Background: an optimization exercise with open tools, aiming at small area. Do not read the settings as production practice.
In this exercise RTL edits were held to simulation tests only and were not proved equivalent to the original.
Power and IR drop assume default switching activity.

==> flow/design.v (excerpt) <==
module servo_law (
    input  wire        clk,
    input  wire        rst,           
    input  wire [31:0] setpoint,      
    input  wire [5:0]  in_shift,
    input  wire [31:0] kp,
    input  wire [31:0] ki,
    input  wire [31:0] kd,
    input  wire [31:0] kf,
    input  wire [31:0] ff_in,
    input  wire [31:0] offset,
    input  wire [31:0] out_min,
    input  wire [31:0] out_max,
    input  wire [31:0] slew,
    input  wire [23:0] cmp_base,      
    input  wire [23:0] cmp_gain,      
    output wire        ready,
    input  wire        init,          
    input  wire [31:0] init_u,
    input  wire [31:0] init_i,
    input  wire        step,          
    input  wire        no_target,
    input  wire [31:0] meas,          
    output wire        done,
    output wire [23:0] cmp,
    output wire [31:0] u_out,
    output wire [3:0]  flags          
);
Settings: LEC_CHECK=0, CAP_MARGIN=20, CORE_AREA=2.5 2.5 247.5 122.5, DIE_AREA=0 0 250 125, PLACE_DENSITY=0.7, SLEW_MARGIN=20; clock period 30.0 ns.
standard.sh (not shown) runs the stock make flow with config.mk's settings and CLKGATE_MAP_FILE= SYNTH_SCRIPT=/design/flow/synth_recipe.tcl, a recipe that flattens the netlist after the stock synthesis.
==> flow/flow/run.sh <==
#!/bin/bash
# Standard ORFS layout, with the port buffers made of the smallest buffer
# cell instead of the one buffer_ports picks by default.
set -euo pipefail
export BUFFER_PORTS_ARGS="-buffer_cell sky130_fd_sc_hd__buf_1"
bash standard.sh > standard.log 2>&1
The starting point completed without violations.
Then changed:
Settings changed: CTS_BUF_LIST from default to sky130_fd_sc_hd__clkbuf_8.
After rerunning:
- clock skew climbs by 0.0069 ns
- fmax rises by 0.37%
- area after synthesis stays the same
- global-route usage shrinks by 0.17 points
- power falls by 3.5%
- die area does not change

* * *

Setup of run A:
servo_law, a different RTL version from the one above (not shown whole).
For scale: ~190 flip-flops, roughly 540 I/O pins, roughly 11000 um^2 of cells after synthesis.
==> flow/design.v (excerpt) <==
module servo_law (
    input  wire        clk,
    input  wire        rst,           
    input  wire [31:0] setpoint,      
    input  wire [5:0]  in_shift,
    input  wire [31:0] kp,
    input  wire [31:0] ki,
    input  wire [31:0] kd,
    input  wire [31:0] kf,
    input  wire [31:0] ff_in,
    input  wire [31:0] offset,
    input  wire [31:0] out_min,
    input  wire [31:0] out_max,
    input  wire [31:0] slew,
    input  wire [23:0] cmp_base,      
    input  wire [23:0] cmp_gain,      
    output wire        ready,
    input  wire        init,          
    input  wire [31:0] init_u,
    input  wire [31:0] init_i,
    input  wire        step,          
    input  wire        no_target,
    input  wire [31:0] meas,          
    output wire        done,
    output wire [23:0] cmp,
    output wire [31:0] u_out,
    output wire [3:0]  flags          
);
Settings: LEC_CHECK=0, CAP_MARGIN=0, CORE_AREA=2.5 2.5 297.5 69.5, DIE_AREA=0 0 300 72, PLACE_DENSITY=0.8, SLEW_MARGIN=0; clock period 30.0 ns.
==> flow/flow/run.sh <==
#!/bin/bash
# Standard ORFS layout (standard.sh), with these changes to how the layout
# is made:
#  - synthesis maps the logic with an area-oriented ABC script
#    (flow/abc.script in place of ORFS's abc_speed.script); the rest of
#    the synthesis, and so every register, is the standard one;
#  - the port buffers use the smallest buffer cell instead of the one
#    buffer_ports picks by default;
#  - clock tree synthesis uses clkbuf_8 only and no dummy loads.
set -euo pipefail
W=$PWD
rm -rf "$W/orfs_scripts"
cp -r "$FLOW_HOME/scripts" "$W/orfs_scripts"
cp "$W/flow/abc.script" "$W/orfs_scripts/abc_speed.script"
export SCRIPTS_DIR="$W/orfs_scripts"
export BUFFER_PORTS_ARGS="-buffer_cell sky130_fd_sc_hd__buf_1"
export CTS_ARGS="-sink_clustering_enable -repair_clock_nets -dont_use_dummy_load -buf_list sky130_fd_sc_hd__clkbuf_8"
bash standard.sh > standard.log 2>&1
==> flow/flow/abc.script <==
&get -n
&st
&dch
&nf -R 1000 -p -C 32 -E 10
&put
topo
Input-level comparison between run B and run A:
- CAP_MARGIN now 20, was 0
- CORE_AREA now 2.5 2.5 247.5 122.5, was 2.5 2.5 297.5 69.5
- PLACE_DENSITY now 0.7, was 0.8
- DIE_AREA now 0 0 250 125, was 0 0 300 72
- SLEW_MARGIN now 20, was 0
Findings:
Re die area: run A and run B aren't equal, and the lower value belongs to run A. Count of buffering cells on the critical path with inverters included (higher): run B. Run A reports its slowest cell on the critical path as sky130_fd_sc_hd__a2111oi_2 while run B reports sky130_fd_sc_hd__fa_1. Of run A and run B, the higher final cell count belongs to run B.
### run B -> run C
- swapping 2.5 2.5 247.5 122.5 for 2.5 2.5 297.5 69.5 in CORE_AREA
- swapping 0 0 250 125 for 0 0 300 72 in DIE_AREA
- swapping 0.7 for 0.8 in PLACE_DENSITY
Findings:
- Core utilization: run C higher than run B
- Global-route wire length before repair ends up higher on run B.
- Against run B, run C comes in 960 ps higher on final critical-path required period.
- Going from run B to run C, the initial DRC count was found to have gone up by 823.
- Summary of run C over run B: maximum clock frequency now sits lower, sequential share of layout area now sits higher, total routing usage reported by global routing now sits higher, critical path depth now sits lower.

* * *

## old
The RTL this note starts from:
==> flow/design.v <==
module servo_law (
    input  wire        clk,
    input  wire        rst,           
    input  wire [31:0] setpoint,      
    input  wire [5:0]  in_shift,
    input  wire [31:0] kp,
    input  wire [31:0] ki,
    input  wire [31:0] kd,
    input  wire [31:0] kf,
    input  wire [31:0] ff_in,
    input  wire [31:0] offset,
    input  wire [31:0] out_min,
    input  wire [31:0] out_max,
    input  wire [31:0] slew,
    input  wire [23:0] cmp_base,      
    input  wire [23:0] cmp_gain,      
    output wire        ready,
    input  wire        init,          
    input  wire [31:0] init_u,
    input  wire [31:0] init_i,
    input  wire        step,          
    input  wire        no_target,
    input  wire [31:0] meas,          
    output wire        done,
    output wire [23:0] cmp,
    output wire [31:0] u_out,
    output wire [3:0]  flags          
);
    localparam [4:0] P_IDLE = 5'd0,  P_SP   = 5'd1,  P_SH   = 5'd2,  P_ESAT = 5'd3,
                     P_DMUL = 5'd4,  P_DSAT = 5'd5,  P_PMUL = 5'd6,  P_PACC = 5'd7,
                     P_IMUL = 5'd8,  P_IADD = 5'd9,  P_ICL  = 5'd10, P_IST  = 5'd11,
                     P_FMUL = 5'd12, P_FS1  = 5'd13, P_FS2  = 5'd14, P_FS3  = 5'd15,
                     P_VSAT = 5'd16, P_VCL  = 5'd17, P_USUB = 5'd18, P_SCL  = 5'd19,
                     P_UADD = 5'd20, P_CMUL = 5'd21, P_CADD = 5'd22, P_DONE = 5'd23;
    localparam [4:0] Z_0 = 5'd0, Z_MEAS = 5'd1, Z_SP = 5'd2, Z_KD = 5'd3, Z_KP = 5'd4,
                     Z_KI = 5'd5, Z_KF = 5'd6, Z_GAIN = 5'd7, Z_M = 5'd8, Z_I = 5'd9,
                     Z_U = 5'd10, Z_MIN = 5'd11, Z_MAX = 5'd12, Z_SLEW = 5'd13,
                     Z_OFF = 5'd14, Z_BASE = 5'd15, Z_INIT = 5'd16;
    localparam [2:0] X_0 = 3'd0, X_ACC = 3'd1, X_SB = 3'd2, X_BIAS = 3'd3, X_MUL = 3'd4;
    reg  [4:0]  ph;
    reg  [5:0]  cnt;
    reg  [40:0] acc;
    reg  [32:0] m;
    reg  [31:0] u_st, i_st, ep;
    reg         first, nt, f_sat, f_lim, f_slw, fl;
    wire [5:0] cnt_inc = cnt + 6'd1;
    wire       last32  = (cnt[4:0] == 5'd31);
    wire       ovf = ~((&acc[40:31]) | ~(|acc[40:31]));
    wire [40:0] sb = ovf ? {{10{acc[40]}}, {31{~acc[40]}}} : acc;
    wire       slew_on = ~slew[31] & (|slew[30:0]);
    reg  [2:0] xs;
    reg  [4:0] zs;
    reg        inv, cin, c2;
    reg        mul;         
    reg        dig, neg;    
    wire       sh_last = (cnt_inc == in_shift) | (cnt == 6'd40);
    wire       is_cl   = (ph == P_ICL) | (ph == P_VCL) | (ph == P_SCL);
    always @* begin
        xs = X_ACC; zs = Z_0; inv = 1'b0; cin = 1'b0; c2 = 1'b0; mul = 1'b0;
        dig = 1'b0; neg = 1'b0;
        case (ph)
            P_IDLE: begin
                xs = X_0;
                if (rst) zs = Z_0;
                else if (step & no_target) zs = Z_U;
                else if (step) begin zs = Z_MEAS; inv = 1'b1; cin = 1'b1; end
                else if (init) zs = Z_INIT;
            end
            P_SP:   zs = Z_SP;
            P_SH:   begin mul = 1'b1; xs = X_MUL; cin = sh_last; end
            P_ESAT, P_DSAT, P_VSAT: xs = X_SB;
            P_DMUL: begin
                mul = 1'b1; zs = Z_KD;
                xs = (cnt == 6'd0) ? X_BIAS : X_MUL;
                dig = ~first & (m[0] ^ ep[0]);
                neg = ep[0] ^ last32;
            end
            P_PMUL, P_IMUL: begin
                mul = 1'b1; zs = (ph == P_PMUL) ? Z_KP : Z_KI;
                xs = (cnt == 6'd0) ? X_BIAS : X_MUL;
                dig = ep[0]; neg = last32;
            end
            P_FMUL: begin
                mul = 1'b1; zs = Z_KF;
                xs = (cnt == 6'd0) ? X_BIAS : X_MUL;
                dig = ff_in[cnt[4:0]]; neg = last32;
            end
            P_CMUL: begin
                mul = 1'b1; zs = Z_GAIN;
                xs = (cnt == 6'd0) ? X_BIAS : X_MUL;
                dig = m[0]; neg = last32;
            end
            P_PACC, P_FS1: begin xs = X_SB; zs = Z_M; end
            P_IADD, P_FS2: zs = Z_I;
            P_IST:  zs = Z_0;
            P_FS3:  zs = Z_OFF;
            P_USUB: begin zs = Z_U; inv = 1'b1; cin = 1'b1; end
            P_UADD: zs = Z_U;
            P_CADD: zs = Z_BASE;
            P_ICL, P_VCL, P_SCL: begin
                if (cnt[0] & fl) xs = X_0;
                if (ph == P_SCL) begin
                    zs  = Z_SLEW;
                    inv = (cnt[1:0] != 2'd0) & (cnt[1:0] != 2'd3);
                    cin = (cnt[1:0] == 2'd1);
                end else begin
                    zs  = cnt[1] ? Z_MAX : Z_MIN;
                    inv = ~cnt[0];
                    cin = (cnt[1:0] == 2'd0);
                end
                if (cnt[1:0] == 2'd3) begin cin = ~fl; c2 = ~fl; end
            end
            default: ;
        endcase
        if (mul) begin
            inv = dig & neg;
            cin = cin | (dig & neg);
            if (~dig) zs = Z_0;
        end
    end
    reg  [41:0] zraw;
    always @* begin
        case (zs)
            Z_MEAS: zraw = {meas[31], meas, 9'd0};
            Z_SP:   zraw = {setpoint[31], setpoint, 9'd0};
            Z_KD:   zraw = {{2{kd[31]}}, kd, 8'd0};
            Z_KP:   zraw = {{2{kp[31]}}, kp, 8'd0};
            Z_KI:   zraw = {{2{ki[31]}}, ki, 8'd0};
            Z_KF:   zraw = {{2{kf[31]}}, kf, 8'd0};
            Z_GAIN: zraw = {10'd0, cmp_gain, 8'd0};
            Z_M:    zraw = {{8{m[32]}}, m, 1'b0};
            Z_I:    zraw = {{9{i_st[31]}}, i_st, 1'b0};
            Z_U:    zraw = {{9{u_st[31]}}, u_st, 1'b0};
            Z_MIN:  zraw = {{9{out_min[31]}}, out_min, 1'b0};
            Z_MAX:  zraw = {{9{out_max[31]}}, out_max, 1'b0};
            Z_SLEW: zraw = {{9{slew[31]}}, slew, 1'b0};
            Z_OFF:  zraw = {{9{offset[31]}}, offset, 1'b0};
            Z_BASE: zraw = {17'd0, cmp_base, 1'b0};
            Z_INIT: zraw = {{9{init_i[31]}}, init_i, 1'b0};
            default: zraw = 42'd0;
        endcase
    end
    reg  [41:0] xv;
    always @* begin
        case (xs)
            X_ACC:  xv = {acc, c2};
            X_SB:   xv = {sb, c2};
            X_BIAS: xv = 42'd1 << 31;
            X_MUL:  xv = {acc[40], acc};
            default: xv = {41'd0, c2};
        endcase
    end
    wire [41:0] zv = zraw ^ {42{inv}};
    wire [41:0] y;
    wire [42:0] cy;
    assign cy[0] = cin;
    genvar gi;
    generate
        for (gi = 0; gi < 42; gi = gi + 1) begin : g_add
            wire hx = xv[gi] ^ zv[gi];
            assign y[gi]      = hx ^ cy[gi];
            assign cy[gi + 1] = (xv[gi] & zv[gi]) | (hx & cy[gi]);
        end
    endgenerate
    always @(posedge clk) begin
        acc <= y[41:1];
        if (rst) begin
            ph    <= P_IDLE;
            u_st  <= y[32:1];
            i_st  <= y[32:1];
            first <= 1'b1;
        end else begin
            case (ph)
                P_IDLE: begin
                    cnt <= 6'd0;
                    if (step) begin
                        nt    <= no_target;
                        f_sat <= 1'b0;
                        f_lim <= 1'b0;
                        f_slw <= 1'b0;
                        if (no_target) begin
                            m  <= y[33:1];
                            ph <= P_CMUL;
                        end else begin
                            ph <= P_SP;
                        end
                    end else if (init) begin
                        u_st  <= init_u;
                        i_st  <= y[32:1];
                        first <= 1'b1;
                    end
                end
                P_SP: begin
                    ph  <= (in_shift == 6'd0) ? P_ESAT : P_SH;
                end
                P_SH: begin
                    cnt <= cnt_inc;
                    if (sh_last) ph <= P_ESAT;
                end
                P_ESAT, P_DSAT: begin
                    m     <= y[33:1];
                    f_sat <= f_sat | ovf;
                    cnt   <= 6'd0;
                    ph    <= ph + 5'd1;
                end
                P_DMUL, P_PMUL, P_IMUL, P_FMUL, P_CMUL: begin
                    cnt <= cnt_inc;
                    if (ph == P_DMUL) begin
                        ep <= {m[0], ep[31:1]};
                        m  <= {m[32], m[32:1]};
                    end else if (ph == P_PMUL || ph == P_IMUL) begin
                        ep <= {ep[0], ep[31:1]};
                    end else if (ph == P_CMUL) begin
                        m  <= {m[32], m[32:1]};
                    end
                    if (last32) begin
                        cnt <= 6'd0;
                        ph  <= ph + 5'd1;
                    end
                end
                P_PACC: begin
                    m     <= y[33:1];
                    f_sat <= f_sat | ovf;
                    ph    <= P_IMUL;
                end
                P_IADD, P_FS2, P_FS3, P_USUB, P_CADD: begin
                    cnt <= 6'd0;
                    ph  <= ph + 5'd1;
                end
                P_FS1, P_VSAT: begin
                    f_sat <= f_sat | ovf;
                    cnt   <= 6'd0;
                    ph    <= ph + 5'd1;
                end
                P_IST: begin
                    i_st <= y[32:1];
                    cnt  <= 6'd0;
                    ph   <= P_FMUL;
                end
                P_ICL, P_VCL, P_SCL: begin
                    cnt <= cnt_inc;
                    if (~cnt[0]) begin
                        fl <= (cnt[1] ^ y[41]) & (ph != P_SCL || slew_on);
                    end else if (fl) begin
                        if (ph == P_VCL) f_lim <= 1'b1;
                        if (ph == P_SCL) f_slw <= 1'b1;
                    end
                    if (cnt[1:0] == 2'd3) ph <= ph + 5'd1;
                end
                P_UADD: begin
                    u_st  <= y[32:1];
                    m     <= y[33:1];
                    f_sat <= f_sat | ovf;
                    cnt   <= 6'd0;
                    ph    <= P_CMUL;
                end
                P_DONE: begin
                    first <= nt;
                    ph    <= P_IDLE;
                end
                default: ph <= P_IDLE;
            endcase
        end
    end
    assign ready = (ph == P_IDLE);
    assign done  = (ph == P_DONE);
    wire   c_ov  = acc[40] | (|acc[39:24]);
    assign cmp   = acc[40] ? 24'h000000 : (|acc[39:24]) ? 24'hffffff : acc[23:0];
    assign u_out = u_st;
    assign flags = {nt, f_slw, f_lim, f_sat | c_ov};
endmodule
export LEC_CHECK = 0
export CAP_MARGIN = 20
export CORE_MARGIN = 2
export CORE_UTILIZATION = 65
export CTS_BUF_LIST = sky130_fd_sc_hd__clkbuf_2 sky130_fd_sc_hd__clkbuf_4
export PLACE_DENSITY = 0.75
export SLEW_MARGIN = 20
create_clock -name core_clock -period 30.0 [get_ports {clk}]
run.sh (not shown) runs the stock make flow with config.mk's settings and CLKGATE_MAP_FILE= SYNTH_SCRIPT=/design/flow/synth_recipe.tcl, a recipe that flattens the netlist after the stock synthesis.
Stock flow here: none of the scripts above is used.
old: aborted in I/O pin placement (3_2_place_iop) (tool error)
### old -> new
==> flow/flow/run.sh (new file) <==
#!/bin/bash
# Standard ORFS layout, with the port buffers made of the smallest buffer
# cell instead of the one buffer_ports picks by default.
set -euo pipefail
export BUFFER_PORTS_ARGS="-buffer_cell sky130_fd_sc_hd__buf_1"
bash standard.sh > standard.log 2>&1
==> flow/standard.sh (new file) <==
#!/bin/bash
# synth_recipe.tcl (not shown) runs the flow's synth.tcl, then flattens the netlist and writes it again
# the make line also repeats each setting of config.mk as NAME=value (left out here)
make -C /OpenROAD-flow-scripts/flow DESIGN_CONFIG=/design/flow/config.mk WORK_HOME=/design/flow/orfs CLKGATE_MAP_FILE= SYNTH_SCRIPT=/design/flow/synth_recipe.tcl "${@:-finish}"
removed: flow/run.sh
new never completed, since it errored out during I/O pin placement (3_2_place_iop).
From new to old, xor/xnor cell area share of the yosys netlist did not move at all.
Comparing old against new, there is no change at all in initial cell density of the core.
Width of the chip: new vs old — no meaningful difference

re-timing with driven ports:
In the flow no input, the clock included, has a driving cell. The finished layouts below were timed again as built, in two steps. Step 1: set_driving_cell puts a clkbuf_16 on clk and a buf_2 on each other input, an assumption about the parent block. Step 2 also shifts input and output timing later by t, the mid clock arrival at the registers, as if the neighbouring blocks saw the same clock. Three values: ideal ports, drivers, drivers and shift; two values: the first two.
run | t, ns | slack for setup (ns) | worst data-port slew with drivers (ns) | cell pins on the clock port's net
the first run of note 1 | 0.508 | 2.634 / 2.669 / 2.161 | 0.15 | 1
the second run of note 1 | 0.562 | 2.734 / 2.768 / 2.206 | 0.14 | 1
run A | 0.519 | 1.271 / 1.294 / 0.775 | 0.11 | 1
run B | 0.526 | 2.259 / 2.281 / 1.755 | 0.12 | 1
run C | 0.520 | 1.301 / 1.326 / 0.806 | 0.11 | 1
After both steps setup and hold are still met in every run listed. The setup slack of the second run of note 1, which loses most, moves by +0.034 ns with the drivers and by -0.528 ns with both steps.
